Source: an optimization exercise on an open RTL-to-GDS flow (aim: small area, a short achievable clock period and few clock cycles per item). Production flows keep margins and buffers that such runs may drop. Only simulation tests tie the RTL to the original design; equivalence was not proved. Power figures rest on the tool's default switching activity, not on a simulated workload.

==> flow/design.v (excerpt) <==
module sluice_placer #(
    parameter NR = 2             
) (
    input  wire        clk,
    input  wire        rst,
    input  wire        cmd_valid,
    output wire        cmd_ready,
    input  wire [2:0]  cmd_op,
    input  wire        cmd_lane,
    input  wire [8:0]  cmd_onu,
    input  wire [16:0] cmd_len,
    input  wire [16:0] cmd_pos,
    input  wire [7:0]  cmd_ovh,
    input  wire        cmd_grant,
    input  wire        cmd_torrent,
    input  wire [47:0] cmd_fns,
    input  wire [31:0] cmd_period,
    input  wire [31:0] cmd_phase,
    output reg         rsp_valid,
    output reg  [1:0]  rsp_status,
    output reg  [16:0] rsp_start,
    output reg  [7:0]  rsp_steps,
    output wire [16:0] rsp_cur0,
    output wire [16:0] rsp_cur1
);
Size: about 9400 cells after synthesis, ~1700 flip-flops, ~240 I/O pins.
make LEC_CHECK=0 CAP_MARGIN=20 CORE_MARGIN=2 CORE_UTILIZATION=50 SETUP_SLACK_MARGIN=4 SLEW_MARGIN=20 finish   # period 11.0 ns
run.sh (not shown) runs the stock make flow with config.mk's settings and CLKGATE_MAP_FILE= SYNTH_SCRIPT=/design/flow/synth_recipe.tcl, a recipe that flattens the netlist after the stock synthesis.
Testbench counts at the start, summed over its fixed seeds: cycles 37,806, items 19,544.
Rerun with:
Settings changed: CORE_UTILIZATION 50 to 40, SETUP_SLACK_MARGIN 4 to 5.
Result:
- critical path depth shrinks by 1
- worst hold slack improves by 0.0065 ns
- cell area grows by 6.0%
- area after synthesis is unchanged
- sequential power hardly moves
- wire length grows by 1.5%
- utilization shrinks by 8.8 points
- total power grows by 5.0%
- global-route usage shrinks by 7.2 points

sluice_placer, a different RTL version from the one above (not shown whole).
Size in the first run: ~9400 cells after synthesis, ~1600 flip-flops, roughly 240 I/O pins.
## sluice_placer
module sluice_placer #(
    parameter NR = 2             
) (
    input  wire        clk,
    input  wire        rst,
    input  wire        cmd_valid,
    output wire        cmd_ready,
    input  wire [2:0]  cmd_op,
    input  wire        cmd_lane,
    input  wire [8:0]  cmd_onu,
    input  wire [16:0] cmd_len,
    input  wire [16:0] cmd_pos,
    input  wire [7:0]  cmd_ovh,
    input  wire        cmd_grant,
    input  wire        cmd_torrent,
    input  wire [47:0] cmd_fns,
    input  wire [31:0] cmd_period,
    input  wire [31:0] cmd_phase,
    output reg         rsp_valid,
    output reg  [1:0]  rsp_status,
    output reg  [16:0] rsp_start,
    output reg  [7:0]  rsp_steps,
    output wire [16:0] rsp_cur0,
    output wire [16:0] rsp_cur1
);
Settings: LEC_CHECK=0, CAP_MARGIN=20, CORE_MARGIN=2, CORE_UTILIZATION=55, SETUP_SLACK_MARGIN=4, SLEW_MARGIN=20, TNS_END_PERCENT=30; clock period 11.0 ns.
The baseline completed without violations.
Testbench counts at the start, summed over its fixed seeds: cycles 36,906, items 19,544.
Rerun with:
Settings changed: CORE_UTILIZATION 55 to 50, TNS_END_PERCENT 30 to unset.
Routed wire length goes down by 1.7%.
First-iteration DRC count goes down by about 14%.
Synthesized area is unchanged.
Die area goes up by 9.9%.
Total power goes down by about 0.6%.
Worst hold slack got worse by 7.1 ps.
Setup slack got worse by 32 ps.
Rerun with:
Settings changed: CORE_UTILIZATION 50 to 60.
Sequential power stays flat.
Clock-buffer cell count falls by 16.
Wire length falls by 0.70%.
Worst hold slack is about the same.
Cell count falls by 3.8%.
Die area falls by 17%.
Global-route usage rises by 5.8 points.

Another version of the RTL of sluice_placer (not shown whole).
Size: about 9,400 cells after synthesis, ~1,600 flip-flops, about 240 I/O pins, ~0.11 mm^2 of cells after synthesis.
Settings: LEC_CHECK=0, CAP_MARGIN=20, CORE_MARGIN=2, CORE_UTILIZATION=50, SETUP_SLACK_MARGIN=4, SLEW_MARGIN=20; clock period 11.0 ns.
The starting point passed the timing, DRC and antenna checks.
Testbench counts at the start, summed over its fixed seeds: cycles 36,906, items 19,544.
Then changed:
CORE_UTILIZATION = 45   (was 50)
SETUP_SLACK_MARGIN = 4.5   (was 4)
Via count went up by 2.6%. Clock power went down by about 2%. Cell area went up by 4.5%. Total power went up by 5.7%. Sequential share of layout area went down by 1.6 points. Clock-buffer cell count went down by 21. Clock skew went up by 0.036 ns. Setup slack is better by 0.20 ns. Routed wire length went up by 7.2%.

-- re-timing with driven ports --
How much do the figures lean on ideal ports? The routed layouts below were timed once more, with nothing changed but the port constraints.
Step 1, drivers: a clkbuf_16 drives clk and a buf_2 each remaining input, both assumed.
Step 2 adds t to the input delays and takes it off the output delays; t is the mean of the earliest and latest rising clock arrival at the registers after step 1. Input paths then give back, and output paths get back, about the clock's delay inside the block.
Slacks: no drivers / after step 1 / after step 2; pairs: no drivers / after step 1.
| run | t (ns) | slack for setup (ns) | slew at the worst register clock pin (ns) | worst data-port slew with drivers (ns) |
|---|---|---|---|---|
| the first run of note 1 | 0.924 | 3.957 / 3.957 / 3.259 | 0.07 / 0.07 | 0.13 |
| the second run of note 1 | 0.964 | 4.015 / 4.015 / 3.754 | 0.07 / 0.07 | 0.08 |
| the first run of note 2 | 0.931 | 3.840 / 3.840 / 3.345 | 0.07 / 0.07 | 0.19 |
| the second run of note 2 | 0.924 | 3.808 / 3.808 / 3.490 | 0.07 / 0.07 | 0.17 |
| the third run of note 2 | 0.914 | 3.690 / 3.690 / 3.571 | 0.07 / 0.07 | 0.15 |
| the first run of note 3 | 0.937 | 3.996 / 3.996 / 3.996 | 0.07 / 0.07 | 0.12 |
| the second run of note 3 | 0.929 | 4.192 / 4.192 / 3.982 | 0.08 / 0.08 | 0.10 |
After both steps every run listed still meets setup and hold. The setup slack of the first run of note 1, which loses most, moves by 0.000 ns with the drivers and by -0.698 ns with both steps.
